What follows belongs to an exercise in optimizing a design on an open flow for small area, a short achievable clock period and few clock cycles per item; a production flow would make more cautious choices.
No activity file was given, so power comes from the tool's default toggle rates.

Design aligned_sum16, start of the top module:
module aligned_sum16 (
    input  wire        clk,
    input  wire        rst,           
    input  wire        in_valid,
    output wire        in_ready,
    input  wire [31:0] in_a,
    input  wire [31:0] in_b,
    output reg         out_valid,
    output reg  [31:0] out_result,
    output reg  [5:0]  out_flush,     
    output wire [4:0]  out_inf        
);
Size in the first run: about 5000 cells after synthesis, about 1100 flip-flops, roughly 110 I/O pins.
Settings: LEC_CHECK=0, ABC_AREA=1, CAP_MARGIN=20, CORE_MARGIN=2, CORE_UTILIZATION=60, SETUP_SLACK_MARGIN=5, SLEW_MARGIN=20; clock period 14.0 ns.
standard.sh (not shown) runs the stock make flow with config.mk's settings and CLKGATE_MAP_FILE= SYNTH_SCRIPT=/design/flow/synth_recipe.tcl, a recipe that flattens the netlist after the stock synthesis.
==> flow/flow/run.sh <==
#!/bin/bash
# The standard layout (standard.sh: ORFS from synthesis to the final layout) with three
# changes to how the layout is made; the SDC, the clock period and the steps are the standard
# ones:
#  - the clock tree uses larger sink clusters and no dummy loads, which saves clock buffers;
#  - every input and output port still gets its own buffer, but a plain buf_1 instead of the
#    larger delay buffer ORFS picks by default (the repair may still resize it).
# ORFS writes each step's full log under orfs/logs/; make's own output goes to flow_standard.log.
set -euo pipefail
bash standard.sh \
  SETUP_SLACK_MARGIN=10.2 \
  "CTS_ARGS=-sink_clustering_enable -repair_clock_nets -dont_use_dummy_load -sink_clustering_size 25 -sink_clustering_max_diameter 80" \
  "BUFFER_PORTS_ARGS=-buffer_cell sky130_fd_sc_hd__buf_1" \
  finish > flow_standard.log 2>&1
Next try:
--- a/flow/flow/run.sh
+++ b/flow/flow/run.sh
@@ -10,3 +10,3 @@
 bash standard.sh \
-  SETUP_SLACK_MARGIN=10.2 \
+  SETUP_SLACK_MARGIN=10 \
   "CTS_ARGS=-sink_clustering_enable -repair_clock_nets -dont_use_dummy_load -sink_clustering_size 25 -sink_clustering_max_diameter 80" \
The changed run passed the timing, DRC and antenna checks.
Register-to-register slack loses 170 ps.
Setup slack gets worse by 67 ps.
Sequential share of layout area climbs by 0.22 points.
Global-route usage stays the same.
Die area is unchanged.
Combinational power barely changes.
First-iteration DRC count fell by a few percent.
Core utilization is lower by 0.36 points.
Routed wire length drops slightly.
No run of this note included a check of the RTL's function; only the layout flow was run.

========
Setup of old:
Starting RTL as in the previous note.
clock: 14.0 ns
lec_check: 0
abc_area: 1
cap_margin: 20
core_margin: 2
core_utilization: 60
setup_slack_margin: 5
slew_margin: 20
==> flow/flow/run.sh <==
#!/bin/bash
# The standard layout (standard.sh: ORFS from synthesis to the final layout) with three
# changes to how the layout is made; the SDC, the clock period and the steps are the standard
# ones:
#  - the clock tree uses larger sink clusters and no dummy loads, which saves clock buffers;
#  - every input and output port still gets its own buffer, but a plain buf_1 instead of the
#    larger delay buffer ORFS picks by default (the repair may still resize it).
# ORFS writes each step's full log under orfs/logs/; make's own output goes to flow_standard.log.
set -euo pipefail
bash standard.sh \
  SETUP_SLACK_MARGIN=9.8 \
  "CTS_ARGS=-sink_clustering_enable -repair_clock_nets -dont_use_dummy_load -sink_clustering_size 25 -sink_clustering_max_diameter 80" \
  "BUFFER_PORTS_ARGS=-buffer_cell sky130_fd_sc_hd__buf_1" \
  finish > flow_standard.log 2>&1
Inputs modified between old and new:
# old
export LEC_CHECK = 0
export ABC_AREA = 1
export CAP_MARGIN = 20
export CORE_MARGIN = 2
export CORE_UTILIZATION = 60
export SETUP_SLACK_MARGIN = 5
export SLEW_MARGIN = 20
create_clock -name core_clock -period 14.0 [get_ports {clk}]
# new
export LEC_CHECK = 0
export ABC_AREA = 1
export CAP_MARGIN = 20
export CORE_MARGIN = 2
export CORE_UTILIZATION = 70
export SETUP_SLACK_MARGIN = 5
export SLEW_MARGIN = 20
create_clock -name core_clock -period 14.0 [get_ports {clk}]
diff --git a/flow/flow/run.sh b/flow/flow/run.sh
--- a/flow/flow/run.sh
+++ b/flow/flow/run.sh
@@ -11 +11 @@
-  SETUP_SLACK_MARGIN=9.8 \
+  SETUP_SLACK_MARGIN=10 \
==> results.txt <==
- new vs old, combined buffer and inverter count along the critical path went down by 1.
- Delta (new minus old): post-layout instance count excluding filler cells lost 188, total wire length picked up an extra 0.44%.
- Of old and new, new shows the higher met2 usage, with old below it.
- Going from old to new, fmax now sits higher; combinational group share of total power now sits at about the same level.
No run of this note included a check of the RTL's function; only the layout flow was run.

-- port drivers added, routing unchanged --
In the flow no input, the clock included, has a driving cell. The finished layouts below were timed again as built, in two steps.
Step 1 (the two cells are an assumption about what drives the block):
set clk [get_ports {clk}]
set_driving_cell -lib_cell sky130_fd_sc_hd__clkbuf_16 $clk
set_driving_cell -lib_cell sky130_fd_sc_hd__buf_2 [delete_from_list [all_inputs] $clk]
Step 2 moves the port delays by t, midway between the first and last clock arrival at a register: inputs arrive t later, outputs are due t later. That takes back most of the time a late clock gives input paths.
a / b / c = ideal / step 1 / step 2; a / b = the first two.
run | t, ns | setup slack, ns | worst setup path after step 2 | latest minus earliest clock arrival (ns) | pins driven straight from the clock port
the first run of note 1 | 0.695 | 10.056 / 9.988 / 10.043 | input to register | 0.107 / 0.107 | 1
the second run of note 1 | 0.694 | 9.989 / 9.988 / 9.989 | register to register | 0.109 / 0.109 | 1
old | 0.693 | 9.910 / 9.910 / 9.910 | register to register | 0.111 / 0.112 | 1
new | 0.680 | 10.023 / 9.957 / 10.011 | input to register | 0.087 / 0.087 | 1
After both steps every run listed still meets setup and hold. The setup slack of the first run of note 1, which loses most, moves by -0.068 ns with the drivers and by -0.013 ns with both steps.
